Background: an optimization exercise with open tools, aiming at small area, a short achievable clock period and few clock cycles. Do not read the settings as production practice. In this exercise RTL edits were held to simulation tests only and were not proved equivalent to the original. No activity file was given, so power comes from the tool's default toggle rates.

==> flow/design.v (excerpt) <==
module csl_rs_decoder (
    input  wire        clk,
    input  wire        rst,
    input  wire        in_valid,
    output wire        in_ready,
    input  wire [7:0]  in_data,
    input  wire        in_last,
    output wire        out_valid,
    input  wire        out_ready,
    output wire        out_uncorr,
    output wire [3:0]  out_nerr,
    output wire [63:0] out_pos,
    output wire [63:0] out_val
);
Size in the first run: about 850 flip-flops, roughly 150 I/O pins.
Settings: LEC_CHECK=0, CAP_MARGIN=20, CORE_MARGIN=2, CORE_UTILIZATION=55, PLACE_DENSITY=0.65, SLEW_MARGIN=20; clock period 10.0 ns.
standard.sh (not shown) runs the stock make flow with config.mk's settings and CLKGATE_MAP_FILE= SYNTH_SCRIPT=/design/flow/synth_recipe.tcl, a recipe that flattens the netlist after the stock synthesis.
==> flow/flow/run.sh <==
#!/bin/bash
set -euo pipefail
bash standard.sh SETUP_SLACK_MARGIN=6.8 "BUFFER_PORTS_ARGS=-buffer_cell sky130_fd_sc_hd__buf_2" \
  "CTS_ARGS=-sink_clustering_enable -repair_clock_nets -sink_clustering_size 24 -sink_clustering_max_diameter 120 -buf_list sky130_fd_sc_hd__clkbuf_16" \
  finish > layout_make.log 2>&1
Testbench counts at the start, summed over its fixed seeds: cycles 72,947.
Change:
--- a/flow/design.v
+++ b/flow/design.v
@@ -146,12 +146,14 @@
   reg [3:0]  br;            
   reg        bswap;
   reg [8:0]  bi_oh;         
   reg [8:0]  bj_oh;         
   reg [8:0]  wi_oh;         
   reg [16:0] ps_oh;         
+  reg [7:0]  s_q;           
+  reg [4:0]  brl;           
   reg [7:0]  pipe;          
   reg [3:0]  bk;            
   reg [7:0]  bk_oh;
   reg        b_unc;         
   reg [7:0]  b_nm1;         
   wire       bm_idle = (bst == BM_IDLE);
@@ -165,29 +167,30 @@
       b_rd = b_rd | ({8{bj_oh[i]}} & bs[i]);
     end
     for (i = 0; i < 16; i = i + 1)
       s_rd = s_rd | ({8{ps_oh[i+1]}} & sc[i]);
   end
   wire [7:0] newc  = gf_mul(gam, c_rd) ^ gf_mul(dlt, b_rd);
-  wire [7:0] dsum  = dacc ^ gf_mul(pipe, s_rd);
+  wire [7:0] dsum  = dacc ^ gf_mul(pipe, s_q);
   wire       d_swap = (dacc != 8'h00) && ({bl, 1'b0} <= {1'b0, br});
-  wire [4:0] d_lsw  = {1'b0, br} + 5'd1 - {1'b0, bl};    
+  wire [4:0] d_lsw  = brl;                               
   wire [4:0] d_lnew = d_swap ? d_lsw : {1'b0, bl};
   wire [5:0] d_j0   = {2'b00, bl} - {1'b0, bm_m};
   wire [5:0] d_j1   = {1'b0, d_lsw} - {1'b0, bm_m};
-  wire [4:0] d_s0   = {1'b0, br} - {1'b0, bl} + 5'd1;    
+  wire [4:0] d_s0   = brl;                               
   wire [4:0] d_s1   = {1'b0, bl};
   reg  [8:0]  d_bi, d_bj;
   reg  [16:0] d_ps;
   always @(*) begin
     for (i = 0; i <= 8; i = i + 1) begin
       d_bi[i] = d_swap ? (d_lsw == i) : (bl == i);
       d_bj[i] = d_swap ? (d_j1 == i) : (d_j0 == i);
     end
-    for (i = 0; i < 17; i = i + 1)
-      d_ps[i] = d_swap ? (d_s1 == i) : (d_s0 == i);
+    d_ps[0] = 1'b0;
+    for (i = 0; i < 16; i = i + 1)
+      d_ps[i+1] = d_swap ? (d_s1 == i) : (d_s0 == i);
   end
   reg        xfer;           
   reg        cact;           
   reg        cfin;           
   reg [7:0]  lc   [0:8];
   reg [7:0]  oc   [0:7];
@@ -282,29 +285,34 @@
       dacc  <= acc_nx[0];
       b_nm1 <= cnt;
     end
     for (i = 0; i <= 8; i = i + 1)
       if (wi_oh[i]) cp[i] <= pipe;
     wi_oh <= 9'd0;
+    s_q <= s_rd;
     case (bst)
       BM_INIT: begin
         for (i = 0; i <= 8; i = i + 1) begin
           cp[i] <= (i == 0) ? 8'h01 : 8'h00;
           bs[i] <= (i == 0) ? 8'h01 : 8'h00;
         end
         gam   <= 8'h01;
         bl    <= 4'd0;
         bm_m  <= 5'd1;
         br    <= 4'd0;
+        brl   <= 5'd1;
         b_unc <= 1'b0;
       end
       BM_DEC1: begin
         dlt   <= dacc;
         bswap <= d_swap;
         if (d_lnew > 5'd8) b_unc <= 1'b1;
-        else bl <= d_lnew[3:0];
+        else if (d_swap) begin
+          bl  <= brl[3:0];
+          brl <= {1'b0, bl};
+        end
         bi_oh <= d_bi;
         bj_oh <= d_bj;
         ps_oh <= d_ps;
         pipe  <= 8'h00;
         dacc  <= 8'h00;
       end
@@ -325,16 +333,17 @@
             bm_m <= bm_m + 5'd1;
         end
       end
       BM_FIN: begin
         dacc  <= (br == 4'd15) ? 8'h00 : dsum;
         br    <= br + 4'd1;
+        brl   <= brl + 5'd1;
         bk    <= 4'd0;
         bk_oh <= 8'd1;
         bi_oh <= 9'd1;
-        ps_oh <= 17'd1;
+        ps_oh <= 17'd2;
         pipe  <= 8'h00;
       end
       BM_OPAS: begin
         pipe  <= c_rd;
         dacc  <= dsum;
         bi_oh <= {1'b0, bi_oh[8:1]};
@@ -346,13 +355,13 @@
       BM_OWR: begin
         for (i = 0; i < 8; i = i + 1)
           if (bk_oh[i]) bs[i] <= dacc;
         bk    <= bk + 4'd1;
         bk_oh <= {bk_oh[6:0], 1'b0};
         bi_oh <= {bk_oh, 1'b0};
-        ps_oh <= 17'd1;
+        ps_oh <= 17'd2;
         pipe  <= 8'h00;
         dacc  <= 8'h00;
       end
       default: ;
     endcase
   end
The changed run produced a clean layout.
Utilization falls by 0.39 points.
Design area falls by about 0.33%.
Sequential share of layout area went up by 0.80 points.
Routed wire length increases by about 1.6%.
Flip-flop and latch count goes up by 12.
Power fell by 7.8%.
Die area rose by 0.66%.
Synthesized area increases by about 0.7%.
Fmax rises by about 1.3%.
Testbench counts after the change, summed over its fixed seeds: cycles 72,947.

-- separate check: timing with driven ports --
Ports are ideal in the flow. The routed layouts listed here were re-timed in OpenROAD.
Step 1 assumes that a clkbuf_16 drives the clock port and a buf_2 every other input.
Step 2, shift: input delay + t, output delay - t, t = (earliest + latest rising clock arrival at the registers) / 2. This alone moves slack from input paths to output paths.
Slacks: ideal / step 1 / step 2; pairs: ideal / step 1.
run	shift t [ns]	setup WS [ns]	hold slack, ns	clock arrival spread, ns
the first run	0.670	6.795 / 6.781 / 6.711	0.455 / 0.455 / 0.455	0.038 / 0.038
the second run	0.686	6.838 / 6.771 / 6.845	0.453 / 0.453 / 0.453	0.046 / 0.045
After both steps setup and hold are still met in every run listed. The setup slack of the first run, which loses most, moves by -0.014 ns with the drivers and by -0.084 ns with both steps.
